From an optimization exercise on the open Yosys and OpenROAD flow, aimed at small area and a short achievable clock period; shortcuts taken in it are not production practice. Only simulation tests tie the RTL to the original design; equivalence was not proved. Power and IR drop assume default switching activity.

==> 08-08 <==
## ksc_fslot
module ksc_fslot (
    input             clk,
    input             rst,
    input             in_valid,
    input      [4:0]  op,
    input      [31:0] a,
    input      [31:0] b,
    input      [31:0] c,
    output reg        out_valid,
    output reg [31:0] res
);
Settings: LEC_CHECK=0, CAP_MARGIN=20, CORE_MARGIN=2, CORE_UTILIZATION=40, CTS_CLUSTER_DIAMETER=150, CTS_CLUSTER_SIZE=20, PLACE_DENSITY=0.6, SLEW_MARGIN=20; clock period 36.0 ns.
standard.sh (not shown) runs the stock make flow with config.mk's settings and CLKGATE_MAP_FILE= SYNTH_SCRIPT=/design/flow/synth_recipe.tcl, a recipe that flattens the netlist after the stock synthesis.
==> flow/flow/run.sh <==
#!/bin/bash
# The standard layout with two changes:
#  - buf_2 cells as the port buffers instead of the default delay-cell
#    buffers (faster and smaller);
#  - after the standard synthesis, flow/polarity.py removes inverters next to
#    the full adders (a full adder of complemented inputs gives complemented
#    outputs), then the standard flow goes on from that netlist.
# Each step's full output goes to its own log in this folder.
set -euo pipefail
export BUFFER_PORTS_ARGS="-buffer_cell sky130_fd_sc_hd__buf_2"
R="$PWD/orfs/results/sky130hd/ksc_fslot/base"
bash standard.sh "$R/1_2_yosys.v" > standard_synth.log 2>&1
cp "$R/1_2_yosys.v" "$R/1_2_yosys.standard.v"
python3 flow/polarity.py "$R/1_2_yosys.standard.v" "$R/1_2_yosys.v" > polarity.log 2>&1
bash standard.sh > standard.log 2>&1
Other scripts of this flow, unchanged in this note and not shown: flow/flow/polarity.py
==> 11-01: changes against 08-08 <==
--- a/flow/design.v
+++ b/flow/design.v
@@ -2693,24 +2693,25 @@
     input      [31:0] c,
     output reg        out_valid,
     output reg [31:0] res
 );
     localparam [31:0] ONE  = 32'h3F80_0000;
     localparam [31:0] NEG0 = 32'h8000_0000;
     localparam [31:0] M32  = 32'hCF80_0000;    
-    wire i_fma  = ~op[4] & ((op[3:0] <= 4'd2) | (op[3:0] == 4'd9) | (op[3:0] == 4'd10));
+    wire i_x10  = op[1] ^ op[0];                                   
+    wire i_fma  = ~op[4] & ((~op[3] & ~op[2]) | (op[3] & i_x10));  
     wire i_cvt  = op[4] & op[3];
     wire i_f2i  = i_cvt & (op[2] | op[1]);
     wire i_i2f  = i_cvt & ~op[2] & ~op[1];
     wire i_addb = ~op[4] & ~op[3] & ~op[2] & ~op[1];               
-    wire i_mulb = ~op[4] & ((op[3:0] == 4'd2) | (op[3:0] == 4'd9) | (op[3:0] == 4'd10));
+    wire i_mulb = ~op[4] & ((~op[3] & ~op[2] & op[1]) | (op[3] & i_x10));    
     wire i_is1  = i_addb & op[0];
     wire i_is2  = ~op[4] & ~op[3] & ~op[2] & op[1];                
-    wire i_selb = ~op[3] & ~i_is2;
-    wire i_selc = ~op[4] & op[3];
+    wire i_selb = ~op[3] & (op[4] | op[2] | ~op[1]);               
+    wire i_selc = ~op[4] & op[3];                                  
     wire i_m32  = i_i2f & ~op[0] & a[31];
     wire [31:0] yi = ({32{i_mulb}} & b) | ({32{i_addb}} & ONE);
     wire [31:0] zi = ({32{i_selb}} & {b[31] ^ i_is1, b[30:0]})
                    | ({32{i_selc}} & c)
                    | ({32{i_f2i}}  & a)
                    | ({32{i_m32}}  & M32)
                    | {i_is2, 31'd0};
==> notes <==
Of 11-01 and 08-08, 08-08 has the higher synthesized cell count (gap about 1.4%, measured against 08-08).
Against 11-01, the critical path depth of 08-08 is higher by 5.
In 08-08 the hold slack is lower than in 11-01, by 0.024 ns.
In 08-08 the cell count is larger than in 11-01, by 1.2%.
Of 08-08 and 11-01, 11-01 has the higher core utilization (gap 0.11 points).
Area after synthesis: 08-08 is higher than 11-01 (about 1.7%).
Global-route usage: 11-01 is higher than 08-08 (1.4 points).
Between 11-01 and 08-08, the lower non-clock buffer count is in 11-01 (gap 14).
Flip-flop and latch count is the same in 11-01 and 08-08.
Against 11-01, the first-iteration DRC count of 08-08 is larger by about 8%.
==> figures <==
|  | 08-08 | 11-01 |
|---|---|---|
| Result of the run | no timing/DRC/antenna violations | no timing/DRC/antenna violations |
| Sequential group power | 0.689 mW | 0.739 mW |
| Clock share of power | 9.7% | 8.7% |
| Number of nets produced by synthesis | 5,816 | 5,743 |
| Number of buffers created by CTS | 24 | 25 |
| Met2 wire len | 74,800 µm | 75,900 µm |
| Fill cells | 10,700 | 10,500 |
| Achievable Freq | 0.118 GHz | 0.121 GHz |
| Initial DRT Pass Iterations | 7 | 8 |
| Antenna violations before repair | 4 | 9 |
| Power per cell area | 64.2 nW/µm² | 74.9 nW/µm² |
| Cell row count | 120 | 119 |
| Starting density of the core | 40.4% | 40.4% |
| Share of the clock period used by the worst path | 23.6% | 22.9% |
| Transition time at the pin with the least slew margin | 1.21 ns | 1.08 ns |
| Final core utilization | 42.9% | 43.0% |
| Number of logic stages on the critical path including buffering | 6 | 1 |
| Post-DR vias/cell | 6.28 | 6.21 |
| Global-route met2 utilization | 47.1% | 49.0% |
| Full die area | 111,000 µm² | 109,000 µm² |
| Total cell area at the placement stage | 45,300 µm² | 44,600 µm² |

* * *

==> 06-01: inputs <==
ksc_fslot, a different RTL version from the one above (not shown whole).
// ksc_fslot
module ksc_fslot (
    input             clk,
    input             rst,
    input             in_valid,
    input      [4:0]  op,
    input      [31:0] a,
    input      [31:0] b,
    input      [31:0] c,
    output reg        out_valid,
    output reg [31:0] res
);
    localparam [31:0] ONE  = 32'h3F80_0000;
    localparam [31:0] NEG0 = 32'h8000_0000;
    localparam [31:0] M32  = 32'hCF80_0000;    
    wire i_fma  = ~op[4] & ((op[3:0] <= 4'd2) | (op[3:0] == 4'd9) | (op[3:0] == 4'd10));
    wire i_cvt  = op[4] & op[3];
    wire i_f2i  = i_cvt & (op[2] | op[1]);
    wire i_i2f  = i_cvt & ~op[2] & ~op[1];
    wire i_addb = ~op[4] & ~op[3] & ~op[2] & ~op[1];               
    wire i_mulb = ~op[4] & ((op[3:0] == 4'd2) | (op[3:0] == 4'd9) | (op[3:0] == 4'd10));
    wire i_is1  = i_addb & op[0];
    wire i_is2  = ~op[4] & ~op[3] & ~op[2] & op[1];                
    wire i_selb = ~op[3] & ~i_is2;
    wire i_selc = ~op[4] & op[3];
    wire i_m32  = i_i2f & ~op[0] & a[31];
    wire [31:0] yi = ({32{i_mulb}} & b) | ({32{i_addb}} & ONE);
    wire [31:0] zi = ({32{i_selb}} & {b[31] ^ i_is1, b[30:0]})
                   | ({32{i_selc}} & c)
                   | ({32{i_f2i}}  & a)
                   | ({32{i_m32}}  & M32)
                   | {i_is2, 31'd0};
    reg        v0, fma0, f2i0, i2f0;
    reg [4:0]  op0;
    reg [31:0] x0, y0, z0;
    always @(posedge clk) begin
        if (rst) v0 <= 1'b0;
        else     v0 <= in_valid;
        op0  <= op;
        fma0 <= i_fma;
        f2i0 <= i_f2i;
        i2f0 <= i_i2f;
        x0   <= {a[31] ^ (~op[4] & (op[3:0] == 4'd10)), a[30:0]};
        y0   <= yi;
        z0   <= zi;
    end
    wire [31:0] mres;
    fs_misc u_misc (.op(op0), .a(x0), .b(z0), .r(mres));
    wire [31:0] V = fma0 ? 32'd0 : mres;
    wire        sx = x0[31], sy = y0[31], sz = z0[31];
    wire [7:0]  ex = x0[30:23], ey = y0[30:23], ez = z0[30:23];
    wire x_nan  = (&ex) &  (|x0[22:0]);
    wire y_nan  = (&ey) &  (|y0[22:0]);
    wire z_nan  = (&ez) &  (|z0[22:0]);
    wire x_inf  = (&ex) & ~(|x0[22:0]);
    wire y_inf  = (&ey) & ~(|y0[22:0]);
    wire z_inf  = (&ez) & ~(|z0[22:0]);
    wire x_zero = ~(|x0[30:0]);
    wire y_zero = ~(|y0[30:0]);
    wire z_zero = ~(|z0[30:0]);
  ...
export LEC_CHECK = 0
export CAP_MARGIN = 20
export CORE_MARGIN = 2
export CORE_UTILIZATION = 40
export CTS_CLUSTER_DIAMETER = 150
export CTS_CLUSTER_SIZE = 20
export PLACE_DENSITY = 0.6
export SLEW_MARGIN = 20
create_clock -name core_clock -period 36.0 [get_ports {clk}]
==> flow/flow/polarity.py <==
#!/usr/bin/env python3
"""Inverter clean-up around full adders in a synthesized netlist.

A full adder is self-dual: FA(~a, ~b, ~c) = (~sum, ~cout). Yosys's
extract_fa leaves an inverter next to most fa_1 cells. This pass chooses,
for each fa_1 cell, whether it computes on true or complemented signals
so that fewer inverters are needed, then rebuilds the inv_1 cells: each
signal that some pin needs complemented gets one inverter, or its driver
is swapped for its complemented twin (and2 <-> nand2, ...) when no pin
needs the signal itself. Registers, ports and all other cells are kept.
The logic function is unchanged.

Usage: polarity.py IN.v OUT.v
"""
import re, sys, collections

PFX = 'sky130_fd_sc_hd__'
PAIRS = [('and2_1', 'nand2_1'), ('or2_1', 'nor2_1'), ('and3_1', 'nand3_1'), ('or3_1', 'nor3_1'),
         ('and4_1', 'nand4_1'), ('or4_1', 'nor4_1'), ('xor2_1', 'xnor2_1'),
         ('a21o_1', 'a21oi_1'), ('o21a_1', 'o21ai_1'), ('a22o_1', 'a22oi_1'), ('o22a_1', 'o22ai_1'),
         ('a211o_1', 'a211oi_1'), ('o211a_1', 'o211ai_1'), ('a31o_1', 'a31oi_1'),
         ('o31a_1', 'o31ai_1'), ('mux2_1', 'mux2i_1')]
TWIN = {}
for p, q in PAIRS:
    TWIN[p] = q; TWIN[q] = p
INVERTING = {q for p, q in PAIRS}          # output pin Y; the others use X
AREA = {'inv_1': 3.7536, 'and2_1': 6.256, 'nand2_1': 3.7536, 'or2_1': 6.256, 'nor2_1': 3.7536,
        'and3_1': 6.256, 'nand3_1': 5.0048, 'or3_1': 6.256, 'nor3_1': 5.0048,
        'and4_1': 8.7584, 'nand4_1': 6.256, 'or4_1': 7.5072, 'nor4_1': 6.256,
        'xor2_1': 8.7584, 'xnor2_1': 8.7584, 'a21o_1': 7.5072, 'a21oi_1': 5.0048,
        'o21a_1': 7.5072, 'o21ai_1': 5.0048, 'a22o_1': 8.7584, 'a22oi_1': 7.5072,
        'o22a_1': 8.7584, 'o22ai_1': 6.256, 'a211o_1': 8.7584, 'a211oi_1': 7.5072,
        'o211a_1': 8.7584, 'o211ai_1': 7.5072, 'a31o_1': 8.7584, 'a31oi_1': 6.256,
        'o31a_1': 8.7584, 'o31ai_1': 7.5072, 'mux2_1': 11.2608, 'mux2i_1': 10.0096}
OUTP = {'X', 'Y', 'Q', 'Q_N', 'SUM', 'COUT', 'HI', 'LO'}


def main(src, dst):
    txt = open(src).read()
    cell_re = re.compile(r'^  (' + PFX + r'\w+) (\S+)\s+\((.*?)\n  \);\n', re.S | re.M)
    cells = []
    for m in cell_re.finditer(txt):
        pins = [(p, n.strip()) for p, n in re.findall(r'\.(\w+)\(([^()]*?)\)', m.group(3))]
        cells.append([m.group(1)[len(PFX):], m.group(2), pins, m.start(), m.end()])
    for i in range(len(cells) - 1):
        assert cells[i][4] == cells[i + 1][3], 'cells not contiguous'
    first, last = cells[0][3], cells[-1][4]
    header, trailer = txt[:first], txt[last:]
    outports = set()
    for m in re.finditer(r'^\s*output\s+(\[(\d+):(\d+)\]\s*)?(\S+?)\s*;', header, re.M):
        nm = m.group(4)
        if m.group(1):
            hi, lo = int(m.group(2)), int(m.group(3))
            for i in range(min(hi, lo), max(hi, lo) + 1):
                outports.add(f'{nm}[{i}]')
        else:
            outports.add(nm)

    inv_src = {}                     # inverter output net -> input net
    for c in cells:
        if c[0] == 'inv_1':
            d = dict(c[2])
            inv_src[d['Y']] = d['A']
    def base(n):
        pol = 0
        while n in inv_src and n not in outports:
            n = inv_src[n]; pol ^= 1
        return n, pol

    drivers = {}
    for i, c in enumerate(cells):
        if c[0] == 'inv_1':
            continue
        for p, n in c[2]:
            if p in OUTP:
                drivers[n] = i
    uses = collections.defaultdict(list)   # signal -> [(cell idx or -1 for port, polarity)]
    for i, c in enumerate(cells):
        if c[0] == 'inv_1':
            continue
        for p, n in c[2]:
            if p not in OUTP:
                s, pol = base(n)
                uses[s].append((i, pol))
    kept_inv = []                      # inverters that drive output ports stay as they are
    for c in cells:
        if c[0] == 'inv_1':
            y = dict(c[2])['Y']
            if y in outports:
                s, pol = base(dict(c[2])['A'])
                uses[s].append((-1, pol ^ 1))
                kept_inv.append(c)
    fa = [i for i, c in enumerate(cells) if c[0] == 'fa_1']
    fixed = set()
    for i in fa:
        for p, n in cells[i][2]:
            if p in OUTP and n in outports:
                fixed.add(i)
    flip = [0] * len(cells)

    def wants(s):
        d = drivers.get(s)
        src = flip[d] if d is not None else 0
        return {pol ^ (flip[i] if i >= 0 else 0) ^ src for i, pol in uses[s]}

    def swappable(s):
        d = drivers.get(s)
        return d is not None and cells[d][0] in TWIN and s not in outports

    def cost(s):
        w = wants(s)
        if 1 not in w:
            return 0.0
        if w == {1} and swappable(s):
            t = cells[drivers[s]][0]
            return AREA[TWIN[t]] - AREA[t]
        return AREA['inv_1']

    fa_sigs = {i: {base(n)[0] for p, n in cells[i][2]} for i in fa}
    cur = {s: cost(s) for s in uses}
    for _ in range(30):
        changed = False
        for i in fa:
            if i in fixed:
                continue
            before = sum(cur.get(s, 0.0) for s in fa_sigs[i])
            flip[i] ^= 1
            after = {s: cost(s) for s in fa_sigs[i] if s in uses}
            if sum(after.values()) < before - 1e-9:
                cur.update(after); changed = True
            else:
                flip[i] ^= 1
        if not changed:
            break

    # physical nets
    newnet_id = [0]
    def fresh(tag):
        newnet_id[0] += 1
        return f'_pol{tag}{newnet_id[0]}_'
    swapped = {s for s in uses if wants(s) == {1} and swappable(s)}
    rename = {}                        # signal -> net now carrying ~signal at its driver
    for i in fa:
        if flip[i]:
            for p, n in cells[i][2]:
                if p in OUTP:
                    rename[n] = fresh('n')
    for s in swapped:
        rename[s] = fresh('s')
    inv_of = {}
    extra = []
    def comp(net):
        if net not in inv_of:
            inv_of[net] = fresh('i')
            extra.append(('inv_1', fresh('c'), [('A', net), ('Y', inv_of[net])]))
        return inv_of[net]
    def phys(s, pol):
        if s in rename:                # driver gives ~s on rename[s]
            return rename[s] if pol else comp(rename[s])
        return comp(s) if pol else s

    out = []
    swapped_drv = {drivers[s] for s in swapped}
    for i, c in enumerate(cells):
        typ, name, pins = c[0], c[1], c[2]
        if typ == 'inv_1':
            continue
        f = flip[i]
        newpins = []
        for p, n in pins:
            if p in OUTP:
                newpins.append((p, rename.get(n, n) if (f or i in swapped_drv) else n))
            else:
                s, pol = base(n)
                newpins.append((p, phys(s, pol ^ f)))
        if i in swapped_drv:
            t2 = TWIN[typ]
            op = 'Y' if t2 in INVERTING else 'X'
            newpins = [((op if p in ('X', 'Y') else p), n) for p, n in newpins]
            typ = t2
        out.append((typ, name, newpins))
    for c in kept_inv:
        s, pol = base(dict(c[2])['A'])
        out.append(('inv_1', c[1], [('A', phys(s, pol)), ('Y', dict(c[2])['Y'])]))
    out.extend(extra)
    decl = set()
    for typ, name, pins in out:
        for p, n in pins:
            if n.startswith('_pol'):
                decl.add(n)
    body = ''.join(f'  wire {n};\n' for n in sorted(decl))
    def net(n):
        return n + ' ' if n.startswith('\\') else n
    for typ, name, pins in out:
        body += f'  {PFX}{typ} {name} (\n' + ',\n'.join(f'    .{p}({net(n)})' for p, n in pins) + '\n  );\n'
    open(dst, 'w').write(header + body + trailer)
    n_old = sum(1 for c in cells if c[0] == 'inv_1')
    n_new = sum(1 for o in out if o[0] == 'inv_1')
    print(f'polarity: {len(fa)} fa_1, {sum(flip)} flipped, {len(swapped)} drivers swapped, '
          f'inv_1 {n_old} -> {n_new}')


if __name__ == '__main__':
    main(sys.argv[1], sys.argv[2])
Scripts as last shown in full above: flow/flow/run.sh
==> 05-24 (differences from 06-01) <==
--- a/flow/flow/polarity.py
+++ b/flow/flow/polarity.py
@@ -13,5 +13,8 @@
 Usage: polarity.py IN.v OUT.v
 """
-import re, sys, collections
+import re, sys, collections, random
+
+RESTARTS = 200
+HA_SPLIT = True   # half adders may take complemented inputs (xor2/xnor2 + nor2/nor2b)
 
 PFX = 'sky130_fd_sc_hd__'
@@ -68,4 +71,7 @@
         return n, pol
 
+    def ha_ok(c):
+        return all(not n.startswith("1'") for p, n in c[2])
+
     drivers = {}
     for i, c in enumerate(cells):
@@ -77,5 +83,5 @@
     uses = collections.defaultdict(list)   # signal -> [(cell idx or -1 for port, polarity)]
     for i, c in enumerate(cells):
-        if c[0] == 'inv_1':
+        if c[0] == 'inv_1' or (HA_SPLIT and c[0] == 'ha_1' and ha_ok(c)):
             continue
         for p, n in c[2]:
@@ -112,25 +118,46 @@
         if 1 not in w:
             return 0.0
-        if w == {1} and swappable(s):
+        if swappable(s):
             t = cells[drivers[s]][0]
-            return AREA[TWIN[t]] - AREA[t]
+            delta = AREA[TWIN[t]] - AREA[t]
+            if w == {1}:
+                return delta
+            if delta < 0:                 # swap, and invert back for the others
+                return AREA['inv_1'] + delta
         return AREA['inv_1']
 
     fa_sigs = {i: {base(n)[0] for p, n in cells[i][2]} for i in fa}
-    cur = {s: cost(s) for s in uses}
-    for _ in range(30):
-        changed = False
+    def greedy():
+        cur = {s: cost(s) for s in uses}
+        for _ in range(30):
+            changed = False
+            for i in order:
+                if i in fixed:
+                    continue
+                before = sum(cur.get(s, 0.0) for s in fa_sigs[i])
+                flip[i] ^= 1
+                after = {s: cost(s) for s in fa_sigs[i] if s in uses}
+                if sum(after.values()) < before - 1e-9:
+                    cur.update(after); changed = True
+                else:
+                    flip[i] ^= 1
+            if not changed:
+                break
+        return sum(cur.values())
+
+    # greedy descent from several starting points (fixed seed: reproducible)
+    rng = random.Random(1)
+    order = list(fa)
+    best, best_flip = greedy(), list(flip)
+    for trial in range(RESTARTS):
+        rng.shuffle(order)
+        flip = list(best_flip)
         for i in fa:
-            if i in fixed:
-                continue
-            before = sum(cur.get(s, 0.0) for s in fa_sigs[i])
-            flip[i] ^= 1
-            after = {s: cost(s) for s in fa_sigs[i] if s in uses}
-            if sum(after.values()) < before - 1e-9:
-                cur.update(after); changed = True
-            else:
+            if i not in fixed and rng.random() < 0.3:
                 flip[i] ^= 1
-        if not changed:
-            break
+        c = greedy()
+        if c < best - 1e-9:
+            best, best_flip = c, list(flip)
+    flip = best_flip
 
     # physical nets
@@ -139,5 +166,11 @@
         newnet_id[0] += 1
         return f'_pol{tag}{newnet_id[0]}_'
-    swapped = {s for s in uses if wants(s) == {1} and swappable(s)}
+    def swap_it(s):
+        if not swappable(s):
+            return False
+        w = wants(s)
+        t = cells[drivers[s]][0]
+        return w == {1} or (w == {0, 1} and AREA[TWIN[t]] < AREA[t])
+    swapped = {s for s in uses if swap_it(s)}
     rename = {}                        # signal -> net now carrying ~signal at its driver
     for i in fa:
@@ -165,4 +198,20 @@
         typ, name, pins = c[0], c[1], c[2]
         if typ == 'inv_1':
+            continue
+        if HA_SPLIT and typ == 'ha_1' and ha_ok(c):
+            d = dict(pins)
+            (sa, pa), (sb, pb) = base(d['A']), base(d['B'])
+            fa_ = pa ^ (1 if sa in rename else 0)     # 1: the complement is free
+            fb_ = pb ^ (1 if sb in rename else 0)
+            na, nb = phys(sa, pa ^ fa_), phys(sb, pb ^ fb_)
+            if fa_ == 0 and fb_ == 0:
+                out.append(('ha_1', name, [('A', na), ('B', nb), ('COUT', d['COUT']), ('SUM', d['SUM'])]))
+            elif fa_ == 1 and fb_ == 1:
+                out.append(('xor2_1', fresh('h'), [('A', na), ('B', nb), ('X', d['SUM'])]))
+                out.append(('nor2_1', fresh('h'), [('A', na), ('B', nb), ('Y', d['COUT'])]))
+            else:
+                ncomp, ntrue = (na, nb) if fa_ else (nb, na)
+                out.append(('xnor2_1', fresh('h'), [('A', ncomp), ('B', ntrue), ('Y', d['SUM'])]))
+                out.append(('nor2b_1', fresh('h'), [('A', ncomp), ('B_N', ntrue), ('Y', d['COUT'])]))
             continue
         f = flip[i]
==> run notes <==
| quantity | 05-24 | 06-01 |
|---|---|---|
| GR Layer Usage met2 | 0.479 | 0.479 |
| Area after DPL | 45400 sq um | 46200 sq um |
| Area of the core | 107000 sq um | 109000 sq um |
| Depth of the worst register-to-register path | 23 | 26 |
| Leakage power summed over all cells | 15.1 nW | 19.3 nW |
| Gate count of the mapped netlist | 5094 | 5108 |
| Worst max-slew margin expressed relative to the limit | 0.210 | 0.208 |
| Startpoint of the tightest hold check path | inf1 | nan1 |
| Synthesized netlist net count | 5790 | 5910 |
| DR vias/cell | 6.23 | 6.12 |
| Wire length of the first global-routing pass | 255000 um | 251000 um |
| Critical path destination | res[25] | res[7] |
| Share of final layout cell area taken by non-clock buffers | 0.0314 | 0.0331 |
| Logic gate share of total power | 0.670 | 0.665 |
| Capture endpoint of the worst hold path | inf2 | nan2 |
| Part of the power in registers | 0.236 | 0.228 |
| Outcome | no timing/DRC/antenna violations | no timing/DRC/antenna violations |
| Diodes inserted | 10 | 4 |
| Part of the power in the clock network | 0.094 | 0.108 |
| Number of CTS-inserted buffers | 23 | 25 |
| Share of cell area taken by multi-input logic gates | 0.731 | 0.722 |

-- afterwards: timing with drivers on the ports --
In the flow no input, the clock included, has a driving cell. The finished layouts below were timed again as built, in two steps.
Step 1 (the two cells are an assumption about what drives the block):
set clk [get_ports {clk}]
set_driving_cell -lib_cell sky130_fd_sc_hd__clkbuf_16 $clk
set_driving_cell -lib_cell sky130_fd_sc_hd__buf_2 [delete_from_list [all_inputs] $clk]
Step 2, shift: input delay + t, output delay - t, t = (earliest + latest rising clock arrival at the registers) / 2. This alone moves slack from input paths to output paths.
a / b / c = no drivers / after step 1 / after step 2; a / b = the first two.
| run | t, ns | setup WS [ns] | clock arrival spread, ns | cell pins on the clock port's net |
|---|---|---|---|---|
| 08-08 | 0.684 | 27.515 / 27.562 / 26.877 | 0.037 / 0.037 | 1 |
| 11-01 | 0.675 | 27.753 / 27.682 / 27.370 | 0.054 / 0.054 | 1 |
| 06-01 | 0.702 | 27.691 / 27.614 / 27.087 | 0.037 / 0.038 | 1 |
| 05-24 | 0.690 | 27.638 / 27.562 / 27.136 | 0.041 / 0.042 | 1 |
After both steps every run listed still meets setup and hold. The setup slack of 08-08, which loses most, moves by +0.047 ns with the drivers and by -0.638 ns with both steps.
